What follows belongs to an exercise in optimizing a design on an open flow for small area, a short achievable clock period and few clock cycles per item; a production flow would make more cautious choices.
RTL that was checked went through simulation tests only; none was proved equivalent to the original.

## bv2_ctr_xor
module bv2_ctr_xor (
    input  wire         clk,
    input  wire         rst,           
    input  wire         in_valid,
    output wire         in_ready,
    input  wire         in_link,       
    input  wire [23:0]  in_major,      
    input  wire [5:0]   in_minor,      
    input  wire [31:0]  in_line,       
    input  wire [3:0]   in_casc_id,    
    input  wire [1:0]   in_port,       
    input  wire [47:0]  in_frame_ctr,  
    input  wire [15:0]  in_blk,        
    input  wire [255:0] in_key,        
    input  wire [127:0] in_data,       
    output wire         out_valid,
    input  wire         out_ready,
    output wire [127:0] out_data
);
    function [7:0] sbox;
        input [7:0] a;
        reg u0, u1, u2, u3, u4, u5, u6, u7;
        reg t1, t2, t3, t4, t5, t6, t7, t8, t9, t10, t11, t12, t13, t14;
        reg t15, t16, t17, t18, t19, t20, t21, t22, t23, t24, t25, t26, t27;
        reg m1, m2, m3, m4, m5, m6, m7, m8, m9, m10, m11, m12, m13, m14, m15;
        reg m16, m17, m18, m19, m20, m21, m22, m23, m24, m25, m26, m27, m28;
        reg m29, m30, m31, m32, m33, m34, m35, m36, m37, m38, m39, m40, m41;
        reg m42, m43, m44, m45, m46, m47, m48, m49, m50, m51, m52, m53, m54;
        reg m55, m56, m57, m58, m59, m60, m61, m62, m63;
        reg l0, l1, l2, l3, l4, l5, l6, l7, l8, l9, l10, l11, l12, l13, l14;
        reg l15, l16, l17, l18, l19, l20, l21, l22, l23, l24, l25, l26, l27;
        reg l28, l29;
        begin
            u0 = a[7]; u1 = a[6]; u2 = a[5]; u3 = a[4];
            u4 = a[3]; u5 = a[2]; u6 = a[1]; u7 = a[0];
  ...
clock: 10.0 ns
lec_check: 0
cap_margin: 20
core_margin: 2
core_utilization: 40
setup_slack_margin: 3
slew_margin: 20
standard.sh (not shown) runs the stock make flow with config.mk's settings and CLKGATE_MAP_FILE= SYNTH_SCRIPT=/design/flow/synth_recipe.tcl, a recipe that flattens the netlist after the stock synthesis.
==> flow/flow/run.sh <==
#!/bin/bash
# Own flow: the standard layout (standard.sh) with two changes:
#  - synthesis runs flow/my_synth.tcl, the standard synthesis script except
#    that ABC maps with flow/area.abc (structural choices, then &nf);
#  - the port buffers are sky130_fd_sc_hd__buf_1 (every port still gets one).
set -euo pipefail
W=$PWD
export MY_ABC_SCRIPT=$W/flow/area.abc
sed -E "s#SYNTH_SCRIPT=[^ ]+#SYNTH_SCRIPT=$W/flow/my_synth.tcl#" standard.sh > my_standard.sh
grep -q "SYNTH_SCRIPT=$W/flow/my_synth.tcl" my_standard.sh
bash my_standard.sh "BUFFER_PORTS_ARGS=-buffer_cell sky130_fd_sc_hd__buf_1" finish > $W/flow_make.log 2>&1
==> flow/flow/area.abc <==
&get -n
&st
&dch
&nf
&put
==> flow/flow/my_synth.tcl <==
# The standard synthesis (synth_recipe.tcl), with one change: ABC maps the
# logic with the script named by MY_ABC_SCRIPT instead of ORFS's. Every other
# pass, and so every register's name and cell, is the standard synthesis's.
proc synth {args} { yosys synth -nofsm -noshare {*}$args }
proc abc {args} {
  set i [lsearch -exact $args -script]
  if { $i >= 0 } { lset args [expr { $i + 1 }] $::env(MY_ABC_SCRIPT) }
  yosys abc {*}$args
}
source $::env(SCRIPTS_DIR)/synth.tcl
# left out here: clear keep_hierarchy, flatten, clean up, hide names made inside functions, write 1_2_yosys.v
The baseline completed without violations.
Testbench counts at the start, summed over its fixed seeds: cycles 7,688, items 512.
Rerun with:
--- a/flow/design.v
+++ b/flow/design.v
@@ -139,46 +139,43 @@
     end
     wire [31:0] sw = {sbox(kb[31:24]), sbox(kb[23:16]), sbox(kb[15:8]), sbox(kb[7:0])};
     wire [31:0] kt = rnd[0] ? ({sw[23:0], sw[31:24]} ^ {rcon, 24'h0}) : sw;
     wire [31:0] p1 = ka[127:96] ^ ka[95:64];
     wire [31:0] p2 = p1 ^ ka[63:32];
     wire [31:0] p3 = p2 ^ ka[31:0];
     wire [31:0] w0 = ka[127:96] ^ kt;
     wire [31:0] w1 = p1 ^ kt;
     wire [31:0] w2 = p2 ^ kt;
     wire [31:0] w3 = p3 ^ kt;
     wire [127:0] key_next = {w0, w1, w2, w3} ^ (in_data & {128{take}});
-    wire         sel_run  = run & ~load;
-    wire         sel_hold = ~run & ~load;
-    wire [127:0] st_next  = ({128{load}}     & (ctr_blk ^ key_be[255:128])) |
-                            ({128{sel_run}}  & round_out) |
-                            ({128{sel_hold}} & st);
     always @(posedge clk) begin
         if (rst) begin
             run <= 1'b0;
             ov  <= 1'b0;
         end else begin
             if (load) begin
                 run <= 1'b1;
                 ov  <= 1'b0;
             end else if (run && last) begin
                 run <= 1'b0;
                 ov  <= 1'b1;
             end else if (out_ready) begin
                 ov  <= 1'b0;
             end
         end
-        st <= st_next;
         if (load) begin
             rnd <= 4'd1;
+            st  <= ctr_blk ^ key_be[255:128];
             ka  <= key_be[255:128];
             kb  <= key_be[127:0];
         end else begin
             rnd <= rnd + 4'd1;
+            if (run)
+                st <= round_out;
             ka <= kb;
             kb <= key_next;
         end
     end
     assign in_ready  = take;
     assign out_valid = ov;
     assign out_data  = st;
 endmodule
The changed run completed with no timing, DRC or antenna violations.
Clock-buffer cell count came out higher by 2.
Maximum frequency came out lower by 0.65%.
Via count came out higher by 0.37%.
Routed wire length came out higher by 0.42%.
Area after synthesis came out higher by 1.9%.
Setup slack got worse by 0.044 ns.
Final area came out higher by 2.0%.
For the second run of this note, only the layout was checked, not whether the RTL still works.

[afterwards: timing with drivers on the ports]
The results above use ideal ports. As a check the final layouts listed here were re-extracted and re-timed, cells and wires unchanged. Step 1: set_driving_cell puts a clkbuf_16 on clk and a buf_2 on each other input, an assumption about the parent block. Step 2 also shifts input and output timing later by t, the mid clock arrival at the registers, as if the neighbouring blocks saw the same clock. a / b / c = ideal / step 1 / step 2; a / b = the first two.
| run | t, ns | setup slack, ns | hold slack, ns | worst setup path at the end | cell pins on the clock port's net |
|---|---|---|---|---|---|
| the first run | 0.730 | 3.232 / 3.232 / 3.232 | 0.452 / 0.452 / 0.452 | register to register | 1 |
| the second run | 0.718 | 3.188 / 3.188 / 3.188 | 0.458 / 0.458 / 0.458 | register to register | 1 |
After both steps setup and hold are still met in every run listed.
